Background: an optimization exercise with open tools, aiming at small area, a short achievable clock period and few clock cycles per item. Do not read the settings as production practice. Only simulation tests tie the RTL to the original design; equivalence was not proved.

// xts_line_engine
module xts_line_engine (
    input  wire         clk,
    input  wire         rst,
    input  wire         in_valid,
    output wire         in_ready,
    input  wire         in_decrypt,
    input  wire [255:0] in_key1,
    input  wire [255:0] in_key2,
    input  wire [39:0]  in_line,
    input  wire [47:0]  in_gen,
    input  wire [511:0] in_data,
    output wire         out_valid,
    input  wire         out_ready,
    output wire [511:0] out_data
);
For scale: ~26000 cells after synthesis, about 3400 flip-flops, roughly 1600 I/O pins, ~260000 um2 of cells after synthesis.
==> flow/config.mk <==
export PLATFORM = sky130hd
export DESIGN_NAME = xts_line_engine
export DESIGN_NICKNAME = xts_line_engine
export VERILOG_FILES = /design/flow/design.v
export SDC_FILE = /design/flow/constraint.sdc
export NUM_CORES = 8
export LEC_CHECK = 0
export CAP_MARGIN = 30
export CORE_MARGIN = 2
export CORE_UTILIZATION = 45
export PLACE_DENSITY = 0.55
export SLEW_MARGIN = 30
export TNS_END_PERCENT = 0
==> flow/constraint.sdc <==
create_clock -name core_clock -period 10.0 [get_ports {clk}]
set_input_delay 2.0000 -clock core_clock [delete_from_list [all_inputs] [get_ports {clk}]]
set_output_delay 2.0000 -clock core_clock [all_outputs]
set_load 0.01 [all_outputs]
standard.sh (not shown) runs the stock make flow with config.mk's settings and CLKGATE_MAP_FILE= SYNTH_SCRIPT=/design/flow/synth_recipe.tcl, a recipe that flattens the netlist after the stock synthesis.
==> flow/flow/run.sh <==
#!/bin/bash
# Layout flow: the standard flow (standard.sh), with:
#  - the standard synthesis script, with the 3-input XOR/XNOR cells added to
#    the platform's don't-use list (flow/dont_use.txt holds the platform's
#    list plus those); registers map exactly as in the standard synthesis;
#  - the port buffers (every input and output still gets one) made from
#    sky130_fd_sc_hd__buf_2 instead of the default choice.
# Each make run's output goes to its own log file here.
set -euo pipefail
MARGIN=$(cat flow/setup_margin.txt)
DONT_USE=$(cat flow/dont_use.txt)
bash standard.sh "DONT_USE_CELLS=$DONT_USE" synth > synth.log 2>&1
bash standard.sh "DONT_USE_CELLS=$DONT_USE" SETUP_SLACK_MARGIN=$MARGIN "BUFFER_PORTS_ARGS=-buffer_cell sky130_fd_sc_hd__buf_2" finish > layout.log 2>&1
==> flow/flow/dont_use.txt <==
sky130_fd_sc_hd__probe_p_8 sky130_fd_sc_hd__probec_p_8 sky130_fd_sc_hd__lpflow_bleeder_1 sky130_fd_sc_hd__lpflow_clkbufkapwr_1 sky130_fd_sc_hd__lpflow_clkbufkapwr_16 sky130_fd_sc_hd__lpflow_clkbufkapwr_2 sky130_fd_sc_hd__lpflow_clkbufkapwr_4 sky130_fd_sc_hd__lpflow_clkbufkapwr_8 sky130_fd_sc_hd__lpflow_clkinvkapwr_1 sky130_fd_sc_hd__lpflow_clkinvkapwr_16 sky130_fd_sc_hd__lpflow_clkinvkapwr_2 sky130_fd_sc_hd__lpflow_clkinvkapwr_4 sky130_fd_sc_hd__lpflow_clkinvkapwr_8 sky130_fd_sc_hd__lpflow_decapkapwr_12 sky130_fd_sc_hd__lpflow_decapkapwr_3 sky130_fd_sc_hd__lpflow_decapkapwr_4 sky130_fd_sc_hd__lpflow_decapkapwr_6 sky130_fd_sc_hd__lpflow_decapkapwr_8 sky130_fd_sc_hd__lpflow_inputiso0n_1 sky130_fd_sc_hd__lpflow_inputiso0p_1 sky130_fd_sc_hd__lpflow_inputiso1n_1 sky130_fd_sc_hd__lpflow_inputiso1p_1 sky130_fd_sc_hd__lpflow_inputisolatch_1 sky130_fd_sc_hd__lpflow_isobufsrc_1 sky130_fd_sc_hd__lpflow_isobufsrc_16 sky130_fd_sc_hd__lpflow_isobufsrc_2 sky130_fd_sc_hd__lpflow_isobufsrc_4 sky130_fd_sc_hd__lpflow_isobufsrc_8 sky130_fd_sc_hd__lpflow_isobufsrckapwr_16 sky130_fd_sc_hd__lpflow_lsbuf_lh_hl_isowell_tap_1 sky130_fd_sc_hd__lpflow_lsbuf_lh_hl_isowell_tap_2 sky130_fd_sc_hd__lpflow_lsbuf_lh_hl_isowell_tap_4 sky130_fd_sc_hd__lpflow_lsbuf_lh_isowell_4 sky130_fd_sc_hd__lpflow_lsbuf_lh_isowell_tap_1 sky130_fd_sc_hd__lpflow_lsbuf_lh_isowell_tap_2 sky130_fd_sc_hd__lpflow_lsbuf_lh_isowell_tap_4 sky130_fd_sc_hd__xor3_1 sky130_fd_sc_hd__xor3_2 sky130_fd_sc_hd__xor3_4 sky130_fd_sc_hd__xnor3_1 sky130_fd_sc_hd__xnor3_2 sky130_fd_sc_hd__xnor3_4
==> flow/flow/setup_margin.txt <==
6.0
The starting point ran to the end with no violations.
Testbench counts at the start, summed over its fixed seeds: cycles 7,416, lines 256.
Change:
==> flow/flow/run.sh (replaced) <==
#!/bin/bash
# Layout flow: the standard flow (standard.sh), with the standard
# synthesis run first and unchanged, then the layout steps with:
#  - the port buffers (every input and output still gets one) made from
#    sky130_fd_sc_hd__buf_2 instead of the default choice.
# Each make run's output goes to its own log file here.
set -euo pipefail
MARGIN=$(cat flow/setup_margin.txt)
bash standard.sh synth > synth.log 2>&1
bash standard.sh SETUP_SLACK_MARGIN=$MARGIN "BUFFER_PORTS_ARGS=-buffer_cell sky130_fd_sc_hd__buf_2" finish > layout.log 2>&1
--- a/flow/config.mk
+++ b/flow/config.mk
@@ -11 +11 @@
-export PLACE_DENSITY = 0.55
+export PLACE_DENSITY = 0.6
removed: flow/flow/dont_use.txt
=> Setup slack is better by 0.092 ns; utilization rises by 0.71 points; cell count hardly moves; via count falls by 0.62%.


xts_line_engine again, from the RTL that the note above started with.
## xts_line_engine
module xts_line_engine (
    input  wire         clk,
    input  wire         rst,
    input  wire         in_valid,
    output wire         in_ready,
    input  wire         in_decrypt,
    input  wire [255:0] in_key1,
    input  wire [255:0] in_key2,
    input  wire [39:0]  in_line,
    input  wire [47:0]  in_gen,
    input  wire [511:0] in_data,
    output wire         out_valid,
    input  wire         out_ready,
    output wire [511:0] out_data
);
Settings: LEC_CHECK=0, CAP_MARGIN=30, CORE_MARGIN=2, CORE_UTILIZATION=45, PLACE_DENSITY=0.55, SLEW_MARGIN=30, TNS_END_PERCENT=0; clock period 10.0 ns.
==> flow/flow/run.sh <==
#!/bin/bash
# Layout flow: the standard flow (standard.sh), with the standard
# synthesis run first and unchanged, then the layout steps with:
#  - the port buffers (every input and output still gets one) made from
#    sky130_fd_sc_hd__buf_2 instead of the default choice.
# Each make run's output goes to its own log file here.
set -euo pipefail
MARGIN=$(cat flow/setup_margin.txt)
bash standard.sh synth > synth.log 2>&1
bash standard.sh SETUP_SLACK_MARGIN=$MARGIN "BUFFER_PORTS_ARGS=-buffer_cell sky130_fd_sc_hd__buf_2" finish > layout.log 2>&1
Scripts as last shown in full above: flow/flow/setup_margin.txt
The first run completed without violations.
Testbench counts at the start, summed over its fixed seeds: cycles 7,416, lines 256.
Rerun with:
- CTS_BUF_LIST: default -> sky130_fd_sc_hd__clkbuf_8
=>
- The new run finished clean
- worst hold slack gets worse by 0.021 ns
- sequential share of layout area falls by 0.19 points
- core utilization rises by 0.37 points
- critical path depth falls by 4
Rerun with:
- CORE_UTILIZATION: 45 -> 48
- CTS_BUF_LIST: sky130_fd_sc_hd__clkbuf_8 -> default
- PLACE_DENSITY: 0.55 -> 0.58
The changed run finished clean. Non-clock buffer count goes down by 125. Area after synthesis stays the same. Wire length is lower by 2.0%.
Rerun with:
- CORE_UTILIZATION: 48 -> 45
- PLACE_DENSITY: 0.58 -> 0.5
Sequential share of layout area came out higher by 0.22 points.
Final cell count came out higher by 1.3%.

## port drivers added, routing unchanged
The flow's constraints put no driver on any port. The routed layouts listed below were extracted and timed again, unchanged, in two steps.
Step 1, drivers: a clkbuf_16 drives clk and a buf_2 each remaining input, both assumed.
Step 2 also shifts input and output timing later by t, the mid clock arrival at the registers, as if the neighbouring blocks saw the same clock.
a / b / c = no drivers / after step 1 / after step 2; a / b = the first two.
| run | t, ns | slack for setup (ns) | worst hold slack (ns) |
|---|---|---|---|
| the first run of note 1 | 1.198 | 5.215 / 5.215 / 4.227 | 0.423 / 0.423 / 0.423 |
| the second run of note 1 | 1.251 | 5.307 / 5.307 / 4.219 | 0.406 / 0.406 / 0.406 |
| the first run of note 2 | 1.223 | 5.474 / 5.402 / 4.180 | 0.418 / 0.418 / 0.418 |
| the second run of note 2 | 1.503 | 5.439 / 5.439 / 4.160 | 0.397 / 0.397 / 0.397 |
| the third run of note 2 | 1.220 | 5.393 / 5.393 / 4.405 | 0.411 / 0.411 / 0.411 |
| the fourth run of note 2 | 1.201 | 5.287 / 5.287 / 4.284 | 0.459 / 0.459 / 0.459 |
After both steps every run listed still meets setup and hold. The setup slack of the first run of note 2, which loses most, moves by -0.072 ns with the drivers and by -1.294 ns with both steps.
